From an optimization exercise on the open Yosys and OpenROAD flow, aimed at small area, a short achievable clock period and few clock cycles; shortcuts taken in it are not production practice. Only simulation tests tie the RTL to the original design; equivalence was not proved.

## flow/design.v (module list and top-level ports; edited modules follow where they fit)
// module ce_update: 2253 lines
// module csa_fa: 4 lines
// module csa_ha: 4 lines
module ce_update (
    input  wire         clk,
    input  wire         rst,
    input  wire         start,
    output reg          done,
    input  wire [1:0]   law,
    input  wire [1:0]   nbq,
    input  wire [15:0]  e,
    input  wire [255:0] s_in,
    input  wire [16:0]  umod,
    input  wire [15:0]  tco,
    input  wire [7:0]   tref,
    input  wire [7:0]   t,
    input  wire [7:0]   damp,
    input  wire         dith_en,
    input  wire         wd,
    input  wire         ho,
    input  wire [17:0]  ff,
    input  wire [17:0]  lr,
    input  wire [639:0] coef,
    input  wire [15:0]  kph,
    input  wire [15:0]  gout,
    input  wire [31:0]  rgout,
    input  wire [15:0]  kb,
    input  wire [16:0]  win,
    output wire [255:0] s_out,
    output reg  [31:0]  w,
    output reg  [16:0]  ul,
    output reg  [16:0]  ucmd,
    output reg  [7:0]   dh
);
  // ...
==> flow/flow/run.sh <==
#!/bin/bash
# The standard flow (standard.sh: unchanged synthesis, floorplan, placement,
# CTS, routing) with a larger setup-repair target (SETUP_SLACK_MARGIN), so that
# repair_timing keeps improving the paths that set the achieved period.
# Port buffers use the smallest buffer cell.  The SDC is not changed.
set -eo pipefail
export BUFFER_PORTS_ARGS="-buffer_cell sky130_fd_sc_hd__buf_1"
SETUP_SLACK_MARGIN=11 bash standard.sh > standard.log 2>&1
==> flow/standard.sh <==
#!/bin/bash
# synth_recipe.tcl (not shown) runs the flow's synth.tcl, then flattens the netlist and writes it again
# the make line also repeats each setting of config.mk as NAME=value (left out here)
make -C /OpenROAD-flow-scripts/flow DESIGN_CONFIG=/design/flow/config.mk WORK_HOME=/design/flow/orfs CLKGATE_MAP_FILE= SYNTH_SCRIPT=/design/flow/synth_recipe.tcl "${@:-finish}"
==> flow/config.mk <==
export PLATFORM = sky130hd
export DESIGN_NAME = ce_update
export DESIGN_NICKNAME = ce_update
export VERILOG_FILES = /design/flow/design.v
export SDC_FILE = /design/flow/constraint.sdc
export NUM_CORES = 8
export LEC_CHECK = 0
export ABC_AREA = 1
export CAP_MARGIN = 35
export CORE_MARGIN = 2
export CORE_UTILIZATION = 30
export CTS_BUF_LIST = sky130_fd_sc_hd__clkbuf_8
export PLACE_DENSITY = 0.5
export SLEW_MARGIN = 20
export SYNTH_HIERARCHICAL = 1
==> flow/constraint.sdc <==
create_clock -name core_clock -period 18.0 [get_ports {clk}]
set_input_delay 3.6000 -clock core_clock [delete_from_list [all_inputs] [get_ports {clk}]]
set_output_delay 3.6000 -clock core_clock [all_outputs]
set_load 0.01 [all_outputs]
==> results by group, run 1 <==
Synthesis
  • Synth Area in Compound Gates: about 14%
  • Synth warn: 7
  • Syn Nets: 12490
  • Commonest cells in the netlist: 2566 x nand2_1, 1042 x inv_1, 841 x nor2_1
  • Area leader, netlist: fa_1

Place
  • Post-Place Cells: about 15000
  • Post-DP Area: ~86000 µm²

Route
  • TritonRoute pass-1 iters: 7
  • Detailed route wirelength on metal3: approximately 73000 µm
  • Wire length per cell: 36.01 µm

Timing
  • Post-route setup TNS: 0 ps
  • RSZ-0062 raised after global routing: yes
  • Final hold slack: 482.2 ps
  • Relative slew slack: approximately a fifth

Setup path
  • FF-to-FF setup slack: 11080 ps
  • WP buf/inv: 6
  • CP delay by family, top: buffers and inverters

Clock network
  • Num CTS Buffers: 140
  • CTS Root Cell: clkbuf_8

Hold path
  • Hold Crit Class: reg2reg
  • Hold Crit Depth: 2

Finish
  • Commonest non-fill, non-tap cell in the layout: nand2_1
  • Regs by FF count: s_r x256, acc x67
  • Non-CTS buffers: approximately 1800
  • Final Non-Filler Cells: approximately 15000
  • Seq area share: a little under a fifth
  • Most frequent cells in the layout: 2476 x nand2_1, 1352 x buf_1, 1036 x inv_1

Outcome
  • Status: complete, no violations

Die
  • Die area: between 200000 and 300000 µm²
  • Die Y: approximately 500 µm
  • Tap cells: roughly 3400

GRT
  • Met3 usage: 15.08%
  • GRT Total Usage: 40.77%
Testbench counts, summed over its fixed seeds: cycles 29,468.
==> run 2: changes to the inputs <==
--- a/flow/design.v
+++ b/flow/design.v
@@ -41,16 +41,17 @@
     localparam [2:0] P_ACC = 3'd0, P_RND = 3'd1, P_R23 = 3'd2, P_R31 = 3'd3,
                      P_ZERO = 3'd4, P_BASE = 3'd5, P_PS = 3'd6;
     localparam [2:0] A_COEF = 3'd0, A_WBYP = 3'd1, A_WREG = 3'd2, A_R28 = 3'd3,
                      A_KPH = 3'd4, A_RGOUT = 3'd5, A_DW = 3'd6;
     localparam [3:0] B_X = 4'd0, B_S = 4'd1, B_V = 4'd2, B_R28 = 4'd3, B_WREG = 4'd4,
                      B_DU = 4'd5, B_GOUT = 4'd6, B_KB = 4'd7, B_C28 = 4'd8;
     reg  [3:0]  st;
     reg  [1:0]  ph;                   
+    reg         dh_t3;                
     reg  [2:0]  k;
     reg  [1:0]  sec;
     reg  [1:0]  law_r, nbq_r;
     reg  [32:0] opa, opa2;
     reg  [16:0] b_one, b_two, b_neg;
     reg         b_one17;
     reg  [66:0] acc;
     reg  [31:0] v_r;
@@ -2094,17 +2095,17 @@
             ST_T1R: begin
                 asel = A_KPH;
                 bsel = B_X;
                 psel = P_R31;
             end
             ST_DU: begin
                 asel = A_RGOUT;
                 bsel = B_DU;
-                psel = P_ZERO;
+                psel = (below | above) ? P_ZERO : P_BASE;
             end
             ST_T2: begin
                 asel = A_DW;
                 bsel = B_KB;
                 psel = P_BASE;
             end
             default: ;
         endcase
@@ -2160,17 +2161,17 @@
             case (st)
                 ST_IDLE: if (start) st <= (law == 2'd2) ? ST_BQ : ST_CORE;
                 ST_CORE: if (k == core_n) st <= ST_T1;
                 ST_BQ:   if (k == 3'd4 && sec == nbq_r) st <= ST_T1;
                          else if ((k == 3'd0 && !f0) || (k == 3'd2 && !f1)) st <= ST_BQS;
                 ST_BQS:  if (ph[0]) st <= ST_BQ;
                 ST_T1:   st <= (!law2 && r28_sat) ? ST_T1R : ST_DU;
                 ST_T1R:  st <= ST_DU;
-                ST_DU:   st <= ST_T2;
+                ST_DU:   st <= (below | above) ? ST_T2 : ST_T3;
                 ST_T2:   st <= ST_T3;
                 default: st <= ST_IDLE;
             endcase
         end
     end
     always @(posedge clk) begin
         case (st)
             ST_IDLE: begin
@@ -2204,23 +2205,26 @@
                 if (law2)
                     s_r[{nbq_r, 1'b1}] <= r28;
                 else begin
                     w   <= r28;
                     v_r <= r28;
                 end
             end
             ST_DU: begin
-                ul   <= ul_n;
-                ucmd <= ucmd_n;
+                ul    <= ul_n;
+                ucmd  <= ucmd_n;
+                dh_t3 <= ~(below | above);
             end
             ST_T2: begin
                 dh  <= dh_n;
             end
             ST_T3: begin
+                if (dh_t3)
+                    dh <= dh_n;               
                 if (law_r == 2'd0) begin
                     s_r[0] <= x;
                     s_r[1] <= sw[0];
                     s_r[3] <= sw[2];
                     s_r[4] <= 32'd0;
                     s_r[5] <= 32'd0;
                     s_r[6] <= 32'd0;
                     s_r[7] <= 32'd0;
==> flow/config.mk (replaced) <==
export PLATFORM = sky130hd
export DESIGN_NAME = ce_update
export DESIGN_NICKNAME = ce_update
export VERILOG_FILES = /design/flow/design.v
export SDC_FILE = /design/flow/constraint.sdc
export NUM_CORES = 8
export LEC_CHECK = 0
export ABC_AREA = 1
export CAP_MARGIN = 35
export CORE_MARGIN = 2
export CORE_UTILIZATION = 30
export PLACE_DENSITY = 0.5
export SLEW_MARGIN = 20
export SYNTH_HIERARCHICAL = 1
==> run 2 against run 1 <==
  * The layout now fails its checks (antenna violations)
  * Worst setup slack better by 140 ps
  * Die area down 0.81%
  * Maximum frequency up 2.0%
  * Count of clock-buffer cells in the layout down 34
  * Register-to-register slack worse by 50 ps
  * Sequential share of layout area up 0.38 points
  * Critical path depth up 5
  * Largest cell class unchanged
==> results by group, run 2 <==
Route
  • Routed Antenna Nets: 1 (was 0)
  • # DRC: 0 (unchanged)
  • Wire length per cell: 37.37 µm (was 36.01 µm)
  • Initial DRC Count: 13470 (was 13510)
  • TritonRoute pass-1 iters: 9 (was 7)
  • Vias per cell: 5.843 (was 5.821)
  • Final wirelength: 565200 µm (was 552700 µm)
  • DR vias: 88370 (was 89340)

Run
  • Max Cap Viol: 0 (unchanged)

Clock network
  • Worst skew pair latency: 790 ps (was 980 ps)
  • Clk slew on worst S/H paths: 70 ps (about the same)
  • CTS Hold Bufs: 0 (unchanged)
  • CTS tree: yes (unchanged)
  • Num CTS Buffers: 88 (was 140)
  • Clock Tree Buf Depth: 3 (unchanged)
  • CTS Root Cell: clkbuf_16 (was clkbuf_8)
  • H-tree levels: 3 (was 4)
  • Clock sinks: 684 (was 683)

Die
  • I/O pins: 1443 (unchanged)
  • Die span in x: 507.9 µm (was 510.0 µm)
  • Starting density of the core: 30.24% (was 30.19%)
  • Die Y: 507.9 µm (was 510.0 µm)
  • Die area: 258000 µm² (was 260100 µm²)
  • Core area: 251900 µm² (was 254400 µm²)
  • Cell Rows: 184 (was 185)

Timing
  • Worst slew pin tran: 1173 ps (was 1211 ps)
  • Final Hold Fails: 0 (unchanged)
  • Final hold slack: 486.0 ps (was 482.2 ps)
  • Final Max Slew Viols: 0 (unchanged)
  • Post-route setup TNS: 0 ps (unchanged)
  • F_max: 0.1432 GHz (was 0.1403 GHz)
  • # setup viols final: 0 (unchanged)
  • Fin crit period: 6985 ps (was 7127 ps)
  • Relative slew slack: 21.82% (was 19.24%)
  • Tcrit/Tclk final: 38.80% (was 39.59%)
  • Skew final: 80.68 ps (was 90.49 ps)
  • RSZ-0062 raised after global routing: yes (unchanged)

Finish
  • Layout cells sized above 1: 9.402% (was 11.27%)
  • # nets final: 13670 (was 13820)
  • Regs by FF count: s_r x256, acc x67 (unchanged)
  • Area grow syn2layout: 20.71% (was 21.87%)
  • Biggest register: s_r (unchanged)
  • Most frequent cells in the layout: 2727 x nand2_1, 1432 x buf_1, 938 x inv_1 (was 2476 x nand2_1, 1352 x buf_1, 1036 x inv_1)
  • Commonest non-fill, non-tap cell in the layout: nand2_1 (unchanged)
  • Largest register FFs: 256 (unchanged)

Synthesis
  • Sequential-to-total area share from yosys stat: 22.30% (was 22.08%)
  • Synth warn: 7 (unchanged)
  • Mean Syn Cell Area: 7.334 µm² (was 7.347 µm²)
  • EDFF count, synth: 329 (was 328)
  • Count leader, synth: nand2_1 (unchanged)
  • Syn Nets: 12430 (was 12490)
  • Ys flop type: dfxtp_1 (unchanged)
  • Commonest cells in the netlist: 2758 x nand2_1, 995 x inv_1, 766 x nor2_1 (was 2566 x nand2_1, 1042 x inv_1, 841 x nor2_1)
  • Area leader, netlist: fa_1 (unchanged)
  • Seq cells post-synth: 684 (was 683)
  • Top post-synthesis cells by area: fa_1 16%, nand2_1 14%, edfxtp_1 13% (was fa_1 16%, edfxtp_1 13%, nand2_1 13%)
  • Post-synthesis cell area: 76170 µm² (was 76800 µm²)
  • Top-area cell type share of the netlist area: 15.90% (was 15.77%)
  • Mapped Cells: 10390 (was 10450)
  • Yosys cell types: 72 (was 73)
  • Asr flop ratio synth: 0% (unchanged)

GRT
  • Wire length of the first global-routing pass: 742100 µm (was 730300 µm)
  • GRT Total Usage: 42.01% (was 40.77%)
  • Vias in the first global route: 84040 (was 84850)
  • Largest net degree at the start of global routing: 66 (was 65)
  • Initial antenna violation count: 147 (was 141)
  • Total grt overflow: 0 (unchanged)

Outcome
  • Layout Check Failures: antenna violations
  • Status: failed layout checks (was complete, no violations)

Setup path
  • Element type at the critical path start: register (unchanged)
  • Setup crit start: acc[66]$_DFF_P_ (was acc[47]$_DFF_P_)
  • Crit Path Max Fanout: 30 (was 8)
  • Reg-to-Reg Start: opa2[10]$_SDFF_PN0_ (was b_two[9]$_DFF_P_)
  • CP required: 14400 ps (about the same)
  • CP delay by family, top: simple AND/OR/NAND/NOR gates (was buffers and inverters)
  • Slowest Stage Delay on Critical Path: 430 ps (was 520 ps)
  • Critical Path AT: 3380 ps (was 3530 ps)
  • WP buf/inv: 7 (was 6)
  • CP max stage cell: dfxtp_4 (was dfxtp_2)
  • CP Class: reg2out (unchanged)
  • Cell chain of the critical path: clkinv_8 > nor2_1 > nand3_1 > or2_1 > inv_2 > nand3_1 > nand2_2 > inv_1 > buf_12 > nand2_8 > buf_12 > o21ai_1 > buf_4 > nand2_1 > nand2_2 > buf_1 (was nand4_1 > o41ai_4 > buf_6 > inv_8 > nand2_8 > buf_16 > buf_16 > o21ai_4 > buf_8 > mux2_4 > buf_6)
  • CP Capture Type: primary output (unchanged)

Place
  • HPWL Detailed: 455500 µm (was 444600 µm)
  • Routability congestion estimate: 1.092 (was 1.078)
  • Port buffer count: 1442 (unchanged)

Hold path
  • Beginning of the worst hold path: s_r[0][2]$_SDFFE_PP0P_ (was s_r[3][3]$_SDFFE_PP0P_)
  • Hold Crit Class: reg2reg (unchanged)
[run 2: metrics by stage]
| stage | cells | area [µm²] | util [%] | worst slack (ps) |
|---|---|---|---|---|
| after floorplan | 10390 | 76170 | - | 11340 |
| after global placement | 14710 | 84880 | 33.70 | 8761 |
| after detailed placement | 14740 | 85340 | 33.88 | 8741 |
| after CTS | 14990 | 90080 | 35.76 | 10950 |
| after global routing | 15080 | 91840 | 36.46 | 10930 |
| final | 15120 | 91950 | 36.51 | 11020 |
[run 2: final cells by class]
type / instances / area [µm²]
antenna: 66 / 165.2
clock buffer: 123 / 2536
multi-input combinational: 7947 / 53970
inverter: 1096 / 4322
timing repair inverter: 1 / 7.507
tap: 3348 / 4189
timing repair buffer: 1816 / 9066
sequential: 684 / 17120
clock inverter: 43 / 576.8
fill: 27510 / 159900
[run 2: logic make-up (layout without fill, tap and decap cells)]
kind of cell	count (synthesis)	in the layout	share of synthesized area, %
buf+inv	1758	3079	8.998
compound gates	2082	2082	16.18
xor+xnor	793	793	9.118
flops	684	684	22.30
fa+ha+maj	927	927	21.19
simple gates	4143	4145	22.22
other cells	0	66	0
[run 2: repair_timing]
action	CTS	global route
pin swaps	14	41
setup endpoints to repair	321	211
gates resized for setup	273	265
cloned	3	6
buffers inserted	81	55
[run 2: tightest hold or removal path: stages, from the launching register on]
cell and delay [ps]:
dfxtp_1 330, o21ai_0 80, inv_1 50
[run 2: metal layers]
layer	part of all wire, %	up-vias	routed length [µm]	track usage, %
met3	13	1223	76050	15.33
met4	5.5	68	31210	18.69
met1	41	43840	229400	56.75
met2	40	6604	228000	59.35
li1	-	36640	-	-
met5	0.087	-	493	0
[run 2: path summary, 6_finish.rpt]
| check | end | slack, ps | cells after the start |
|---|---|---|---|
| setup / recovery | s_out[92] | 11020 | 16 |
| hold / removal | s_r[0][2]$_SDFFE_PP0P_ | 490 | 2 |
| setup reg to reg | opa[26]$_DFF_P_ | 11030 | 22 |
| hold reg to reg | s_r[0][2]$_SDFFE_PP0P_ | 490 | 2 |
[run 2: Yosys stat by module (local to each module, per instance)]
module	cells	area [µm²]	flip-flops and latches
csa_fa	1	20.02	0
csa_ha	1	12.51	0
ce_update	9778	64340	684
Testbench counts of run 2, summed over its fixed seeds: cycles 29,269.
==> run 3: changes to the inputs <==
--- a/flow/flow/run.sh
+++ b/flow/flow/run.sh
@@ -5,4 +5,4 @@
 # Port buffers use the smallest buffer cell.  The SDC is not changed.
 set -eo pipefail
 export BUFFER_PORTS_ARGS="-buffer_cell sky130_fd_sc_hd__buf_1"
-SETUP_SLACK_MARGIN=11 bash standard.sh > standard.log 2>&1
+SETUP_SLACK_MARGIN=11.5 bash standard.sh > standard.log 2>&1
==> run 3 against run 2 <==
  * The run now finishes clean
  * Highest routed layer unchanged
  * Final area grew 8.0%
  * Wire length grew 0.48%
  * Count of clock-buffer cells in the layout is the same
==> results by group, run 3 <==
Timing
  • Fin crit period: 6784 ps (was 6985 ps)
  • Worst slew pin tran: 1140 ps (was 1173 ps)
  • Post-route setup TNS: 0 ps (unchanged)
  • Relative slew slack: 23.99% (was 21.82%)
  • Final Max Slew Viols: 0 (unchanged)
  • Final hold slack: 486.6 ps (was 486.0 ps)
  • Final Hold Fails: 0 (unchanged)
  • F_max: 0.1474 GHz (was 0.1432 GHz)
  • # setup viols final: 0 (unchanged)
  • RSZ-0062 raised after global routing: yes (unchanged)
  • Tcrit/Tclk final: 37.69% (was 38.80%)
  • Skew final: 93.02 ps (was 80.68 ps)

Clock network
  • Clock sinks: 684 (unchanged)
  • Clock Tree Buf Depth: 3 (unchanged)
  • Worst skew pair latency: 810 ps (was 790 ps)
  • CTS tree: yes (unchanged)
  • Clk slew on worst S/H paths: 60 ps (was 70 ps)
  • H-tree levels: 3 (unchanged)
  • CTS Root Cell: clkbuf_16 (unchanged)
  • Num CTS Buffers: 94 (was 88)

GRT
  • Total grt overflow: 0 (unchanged)
  • Initial antenna violation count: 151 (was 147)
  • Largest net degree at the start of global routing: 88 (was 66)
  • Vias in the first global route: 86020 (was 84040)
  • Wire length of the first global-routing pass: 750300 µm (was 742100 µm)
  • GRT Total Usage: 42.27% (was 42.01%)

Hold path
  • Hold Crit Class: reg2reg (unchanged)
  • Beginning of the worst hold path: s_r[0][4]$_SDFFE_PP0P_ (was s_r[0][2]$_SDFFE_PP0P_)

Outcome
  • Status: complete, no violations (was failed layout checks)

Setup path
  • CP max stage cell: dfxtp_4 (unchanged)
  • CP Capture Type: primary output (unchanged)
  • CP Class: reg2out (unchanged)
  • Element type at the critical path start: register (unchanged)
  • Critical Path AT: 3180 ps (was 3380 ps)
  • Reg-to-Reg Start: b_one[8]$_DFF_P_ (was opa2[10]$_SDFF_PN0_)
  • Slowest Stage Delay on Critical Path: 450 ps (was 430 ps)
  • CP required: 14400 ps (about the same)
  • Setup crit start: acc[66]$_DFF_P_ (unchanged)
  • Crit Path Max Fanout: 6 (was 30)
  • Cell chain of the critical path: inv_12 > nor2_4 > nand3_2 > or2_4 > inv_2 > nand3_2 > nand2_4 > inv_6 > buf_12 > nand2_8 > buf_4 > buf_16 > o21ai_0 > buf_4 > nand2_2 > nand2_2 > buf_6 (was clkinv_8 > nor2_1 > nand3_1 > or2_1 > inv_2 > nand3_1 > nand2_2 > inv_1 > buf_12 > nand2_8 > buf_12 > o21ai_1 > buf_4 > nand2_1 > nand2_2 > buf_1)

Place
  • Routability congestion estimate: 1.122 (was 1.092)
  • Post-DP Area: 85270 µm² (was 85340 µm²)
  • Port buffer count: 1442 (unchanged)
  • HPWL Detailed: 453400 µm (was 455500 µm)

Synthesis
  • Post-Synth Adder-Cell Area: 21.19% (unchanged)
  • Commonest cells in the netlist: 2758 x nand2_1, 995 x inv_1, 766 x nor2_1 (unchanged)
  • Mapped Cells: 10390 (unchanged)
  • EDFF count, synth: 329 (unchanged)
  • Count leader, synth: nand2_1 (unchanged)
  • Post-synthesis cell area: 76170 µm² (unchanged)
  • Synth warn: 7 (unchanged)
  • XOR/XNOR share of the synthesized area: 9.118% (unchanged)
  • Ys flop type: dfxtp_1 (unchanged)
  • Seq cells post-synth: 684 (unchanged)
  • Top-area cell type share of the netlist area: 15.90% (unchanged)
  • Synth Area in Simple Gates: 22.22% (unchanged)
  • Mean Syn Cell Area: 7.334 µm² (unchanged)
  • Area leader, netlist: fa_1 (unchanged)
  • Largest family of logic cells by synthesized area: simple AND/OR/NAND/NOR gates (unchanged)
  • Syn Nets: 12430 (unchanged)
  • Asr flop ratio synth: 0% (unchanged)
  • Synth Area in Compound Gates: 16.18% (unchanged)
  • Yosys cell types: 72 (unchanged)
  • Mux cell area share after synthesis: 0% (unchanged)
  • Top post-synthesis cells by area: fa_1 16%, nand2_1 14%, edfxtp_1 13% (unchanged)
  • Sequential-to-total area share from yosys stat: 22.30% (unchanged)

Finish
  • # nets final: 13860 (was 13670)
  • Finished Cell Area: 99290 µm² (was 91950 µm²)
  • Biggest register: s_r (unchanged)
  • Area grow syn2layout: 30.34% (was 20.71%)
  • Most frequent cells in the layout: 2474 x nand2_1, 1288 x buf_1, 911 x inv_1 (was 2727 x nand2_1, 1432 x buf_1, 938 x inv_1)
  • Layout cells sized above 1: 17.09% (was 9.402%)
  • Largest register FFs: 256 (unchanged)
  • Commonest non-fill, non-tap cell in the layout: nand2_1 (unchanged)
  • Final cell utilization of the core: 39.42% (was 36.51%)
  • Regs by FF count: s_r x256, acc x67 (unchanged)

Die
  • Die span in x: 507.9 µm (unchanged)
  • Cell Rows: 184 (unchanged)
  • Core area: 251900 µm² (unchanged)
  • Starting density of the core: 30.24% (unchanged)
  • Die Y: 507.9 µm (unchanged)
  • I/O pins: 1443 (unchanged)
  • Die area: 258000 µm² (unchanged)

Run
  • Max Cap Viol: 0 (unchanged)

Route
  • Routed Antenna Nets: 0 (was 1)
  • TritonRoute pass-1 iters: 6 (was 9)
  • Vias per cell: 5.848 (was 5.843)
  • # DRC: 0 (unchanged)
  • DR vias: 89650 (was 88370)
  • Initial DRC Count: 12660 (was 13470)
  • Final wirelength: 567900 µm (was 565200 µm)
  • Wire length per cell: 37.04 µm (was 37.37 µm)
run 3: cell counts after synthesis:
No cell type changed its count.
run 3: stage by stage:
step	cells	setup WS, ps
after floorplan	10390	11520
after global placement	14690	9208
after detailed placement	14740	9308
after CTS	15130	11230
after global routing	15280	11180
final	15330	11220
run 3: timing repair:
action / in CTS / in global routing
setup endpoints to repair: 335 / 326
buffers inserted: 194 / 111
gates resized for setup: 1262 / 656
hold endpoints to repair: 0 / 0
hold buffers: 0 / 0
gates cloned: 19 / 6
pin swaps: 205 / 316
run 3: layout make-up:
type | instances | area, µm²
flip-flops and latches | 684 | 17150
repair inverters | 3 | 18.77
clock buffers | 123 | 2678
diodes | 77 | 192.7
repair buffers | 1995 | 12110
multi-input cells | 7949 | 57910
inverters | 1096 | 4473
fillers | 26670 | 152600
clock inverters | 55 | 561.8
well taps | 3348 | 4189
run 3: logic make-up (layout without fill, tap and decap cells):
group	after synthesis	in the layout
xor+xnor	793	793
other cells	0	77
compound gates	2082	2082
simple gates	4143	4147
flops	684	684
buf+inv	1758	3272
fa+ha+maj	927	927
run 3: path summary, 6_finish.rpt:
kind | to | slack, ps | cells past startpoint
worst max-delay path | s_out[19] | 11220 | 17
worst min-delay path | s_r[0][4]$_SDFFE_PP0P_ | 490 | 2
worst max register to register | opa[17]$_DFF_P_ | 11260 | 24
worst min register to register | s_r[0][4]$_SDFFE_PP0P_ | 490 | 2
run 3: worst max-delay path: cells and delay by family (launching register included):
kind | cells | cell delay (ps)
and+or+nand+nor | 8 | 850
buffers and inverters | 8 | 970
DFF | 1 | 450
AOI/OAI and AO/OA | 1 | 90
run 3: metal layers:
layer	global-route usage, %	routed length [µm]	vias to the layer above
li1	-	-	37030
met1	56.76	230100	44450
met2	59.96	229200	6728
met3	15.18	74460	1375
met4	19.59	33720	64
met5	0	425	-
run 3: Yosys stat by module, one instance, submodules excluded:
module / times used / cells inside / flops+latches / cell area (µm²)
ce_update: 1 / 9778 / 684 / 64340
csa_ha: 47 / 1 / 0 / 12.51
csa_fa: 562 / 1 / 0 / 20.02
==> run 4: changes to the inputs <==
==> flow/flow/run.sh (replaced) <==
#!/bin/bash
# The standard flow (standard.sh: unchanged synthesis, floorplan, placement,
# CTS, routing) with a larger setup-repair target (SETUP_SLACK_MARGIN), so that
# repair_timing keeps improving the paths that set the achieved period, and
# more antenna-repair rounds after global and detailed routing.
# Port buffers use the smallest buffer cell.  The SDC is not changed.
set -eo pipefail
export BUFFER_PORTS_ARGS="-buffer_cell sky130_fd_sc_hd__buf_1"
export MAX_REPAIR_ANTENNAS_ITER_GRT=10
export MAX_REPAIR_ANTENNAS_ITER_DRT=10
SETUP_SLACK_MARGIN=11 bash standard.sh > standard.log 2>&1
==> run 4 against run 3 <==
  * The layout now fails its checks (antenna violations)
  * Area after synthesis did not move
  * Wire length shrank 0.47%
  * Synthesized cell count did not move
==> results by group, run 4 <==
Die
  • I/O pins: 1443 (unchanged)
  • Core area: 251900 µm² (unchanged)
  • Die Y: 507.9 µm (unchanged)
  • Die area: 258000 µm² (unchanged)
  • Starting density of the core: 30.24% (unchanged)
  • Cell Rows: 184 (unchanged)
  • Die span in x: 507.9 µm (unchanged)

Hold path
  • Hold Crit Class: reg2reg (unchanged)
  • Beginning of the worst hold path: s_r[0][2]$_SDFFE_PP0P_ (was s_r[0][4]$_SDFFE_PP0P_)

GRT
  • Largest net degree at the start of global routing: 66 (was 88)
  • GRT Total Usage: 42.01% (was 42.27%)
  • Initial antenna violation count: 147 (was 151)
  • Vias in the first global route: 84040 (was 86020)
  • Total grt overflow: 0 (unchanged)
  • Wire length of the first global-routing pass: 742100 µm (was 750300 µm)

Timing
  • F_max: 0.1431 GHz (was 0.1474 GHz)
  • Final Hold Fails: 0 (unchanged)
  • RSZ-0062 raised after global routing: yes (unchanged)
  • Final Max Slew Viols: 0 (unchanged)
  • # setup viols final: 0 (unchanged)
  • Final hold slack: 486.0 ps (was 486.6 ps)
  • Tcrit/Tclk final: 38.81% (was 37.69%)
  • Fin crit period: 6987 ps (was 6784 ps)
  • Post-route setup TNS: 0 ps (unchanged)
  • Relative slew slack: 21.91% (was 23.99%)
  • Skew final: 80.54 ps (was 93.02 ps)
  • Worst slew pin tran: 1171 ps (was 1140 ps)

Synthesis
  • Asr flop ratio synth: 0% (unchanged)
  • Count leader, synth: nand2_1 (unchanged)
  • Syn Nets: 12430 (unchanged)
  • Seq cells post-synth: 684 (unchanged)
  • Top-area cell type share of the netlist area: 15.90% (unchanged)
  • Yosys cell types: 72 (unchanged)
  • Ys flop type: dfxtp_1 (unchanged)
  • Sequential-to-total area share from yosys stat: 22.30% (unchanged)
  • Area leader, netlist: fa_1 (unchanged)
  • Synth warn: 7 (unchanged)
  • EDFF count, synth: 329 (unchanged)
  • Top post-synthesis cells by area: fa_1 16%, nand2_1 14%, edfxtp_1 13% (unchanged)
  • Mean Syn Cell Area: 7.334 µm² (unchanged)
  • Post-synthesis cell area: 76170 µm² (unchanged)
  • Mapped Cells: 10390 (unchanged)
  • Commonest cells in the netlist: 2758 x nand2_1, 995 x inv_1, 766 x nor2_1 (unchanged)

Route
  • DR vias: 88440 (was 89650)
  • Top Layer Used: met5 (unchanged)
  • WL met2: 228000 µm (was 229200 µm)
  • Met1 Routed Length: 229500 µm (was 230100 µm)
  • Detailed route wirelength on metal3: 75940 µm (was 74460 µm)
  • Routed Antenna Nets: 1 (was 0)
  • Initial DRC Count: 13470 (was 12660)
  • Final wirelength: 565200 µm (was 567900 µm)
  • Wire length per cell: 37.36 µm (was 37.04 µm)
  • # DRC: 0 (unchanged)
  • Vias per cell: 5.845 (was 5.848)
  • TritonRoute pass-1 iters: 9 (was 6)

Setup path
  • Setup crit start: acc[66]$_DFF_P_ (unchanged)
  • Cell chain of the critical path: clkinv_8 > nor2_1 > nand3_1 > or2_1 > inv_2 > nand3_1 > nand2_2 > inv_1 > buf_12 > nand2_8 > buf_12 > o21ai_2 > buf_4 > nand2_1 > nand2_2 > buf_1 (was inv_12 > nor2_4 > nand3_2 > or2_4 > inv_2 > nand3_2 > nand2_4 > inv_6 > buf_12 > nand2_8 > buf_4 > buf_16 > o21ai_0 > buf_4 > nand2_2 > nand2_2 > buf_6)
  • CP max stage cell: dfxtp_4 (unchanged)
  • CP Class: reg2out (unchanged)
  • CP Capture Type: primary output (unchanged)
  • Reg-to-Reg Start: opa2[10]$_SDFF_PN0_ (was b_one[8]$_DFF_P_)
  • Crit Path Max Fanout: 30 (was 6)
  • Slowest Stage Delay on Critical Path: 430 ps (was 450 ps)
  • CP required: 14400 ps (about the same)
  • Element type at the critical path start: register (unchanged)
  • Critical Path AT: 3390 ps (was 3180 ps)

Run
  • Max Cap Viol: 0 (unchanged)

Clock network
  • Clock Tree Buf Depth: 3 (unchanged)
  • H-tree levels: 3 (unchanged)
  • Clock sinks: 684 (unchanged)
  • Num CTS Buffers: 88 (was 94)
  • CTS tree: yes (unchanged)
  • Clk slew on worst S/H paths: 70 ps (was 60 ps)
  • Worst skew pair latency: 780 ps (was 810 ps)
  • CTS Root Cell: clkbuf_16 (unchanged)

Finish
  • # nets final: 13670 (was 13860)
  • Commonest non-fill, non-tap cell in the layout: nand2_1 (unchanged)
  • Final cell utilization of the core: 36.51% (was 39.42%)
  • Regs by FF count: s_r x256, acc x67 (unchanged)
  • Finished Cell Area: 91970 µm² (was 99290 µm²)
  • Largest register FFs: 256 (unchanged)
  • Final Non-Filler Cells: 15130 (was 15330)
  • Most frequent cells in the layout: 2727 x nand2_1, 1432 x buf_1, 938 x inv_1 (was 2474 x nand2_1, 1288 x buf_1, 911 x inv_1)
  • Biggest register: s_r (unchanged)
  • Area grow syn2layout: 20.73% (was 30.34%)
  • Layout cells sized above 1: 9.402% (was 17.09%)

Place
  • Post-DP Area: 85340 µm² (was 85270 µm²)
  • Post-Place Cells: 14740 (about the same)
  • Routability congestion estimate: 1.092 (was 1.122)
  • Port buffer count: 1442 (unchanged)
  • HPWL Detailed: 455500 µm (was 453400 µm)

Outcome
  • Status: failed layout checks (was complete, no violations)
  • Layout Check Failures: antenna violations
[run 4: cell counts after synthesis]
No cell type changed its count.
[run 4: worst paths after layout]
| path | cells past startpoint | to | slack [ps] |
|---|---|---|---|
| max reg2reg | 22 | opa[26]$_DFF_P_ | 11040 |
| min reg2reg | 2 | s_r[0][2]$_SDFFE_PP0P_ | 490 |
| min | 2 | s_r[0][2]$_SDFFE_PP0P_ | 490 |
| max | 16 | s_out[158] | 11010 |
[run 4: layout make-up]
cell class | count | area, µm²
Fill cell | 27510 | 159900
Multi-Input combinational cell | 7947 | 53970
Sequential cell | 684 | 17120
Timing Repair Buffer | 1816 | 9066
Inverter | 1096 | 4322
Tap cell | 3348 | 4189
Clock buffer | 123 | 2536
Clock inverter | 43 | 576.8
Antenna cell | 71 | 177.7
Timing Repair inverter | 1 | 7.507
[run 4: cell families after synthesis]
| logic type | synth area share (%) |
|---|---|
| and+or+nand+nor | 22.22 |
| AOI/OAI and AO/OA | 16.18 |
| buffers and inverters | 8.998 |
| adders and majority gates | 21.19 |
| xor gates and xnor gates | 9.118 |
| DFF | 22.30 |
[run 4: worst max-delay path, delay by kind of cell, from the launching register on]
| kind | cells | cell delay (ps) |
|---|---|---|
| flip-flops | 1 | 430 |
| AO/OA/AOI/OAI | 1 | 140 |
| buffers and inverters | 7 | 950 |
| AND/OR/NAND/NOR | 8 | 1070 |
[run 4: layer usage]
layer / track usage (%) / vias to the layer above
met1: 56.75 / 43880
met5: 0 / -
met4: 18.69 / 68
met3: 15.33 / 1234
li1: - / 36650
met2: 59.35 / 6608
[run 4: repair_timing]
action,in CTS,in global routing
hold buffers,0,0
gates resized for setup,273,265
gates cloned,3,6
endpoints found under the setup margin,321,211
buffers inserted,81,55
pin swaps,14,41
[run 4: Yosys stat by module, one instance, submodules excluded]
module	cell area (µm²)	cells inside	times used	flops+latches
csa_ha	12.51	1	47	0
ce_update	64340	9778	1	684
csa_fa	20.02	1	562	0
[run 4: per-stage QoR]
step / worst slack, ps
floorplan: 11340
global placement: 8761
detailed placement: 8741
CTS: 10950
global route: 10930
finish: 11010

==> what the ideal ports hide <==
In the flow no input, the clock included, has a driving cell. The finished layouts below were timed again as built, in two steps. Step 1 sets driving cells, clkbuf_16 on the clock port and buf_2 on the other inputs (assumed; they add their load-dependent delay and slew). Step 2 adds t to the input delays and takes it off the output delays; t is the mean of the earliest and latest rising clock arrival at the registers after step 1. Input paths then give back, and output paths get back, about the clock's delay inside the block. Three values: ideal ports, drivers, drivers and shift; two values: the first two.
run | shift t [ns] | setup WS [ns] | worst setup path at the end | cell pins on the clock port's net
run 1 | 1.014 | 10.873 / 10.794 / 10.601 | input to register | 1
run 2 | 0.854 | 11.015 / 10.911 / 10.424 | input to register | 1
run 3 | 0.866 | 11.216 / 11.108 / 10.715 | input to register | 1
run 4 | 0.854 | 11.013 / 10.909 / 10.424 | input to register | 1
For run 2, which loses most, drivers alone change the setup slack by -0.104 ns; drivers and shift together by -0.591 ns.
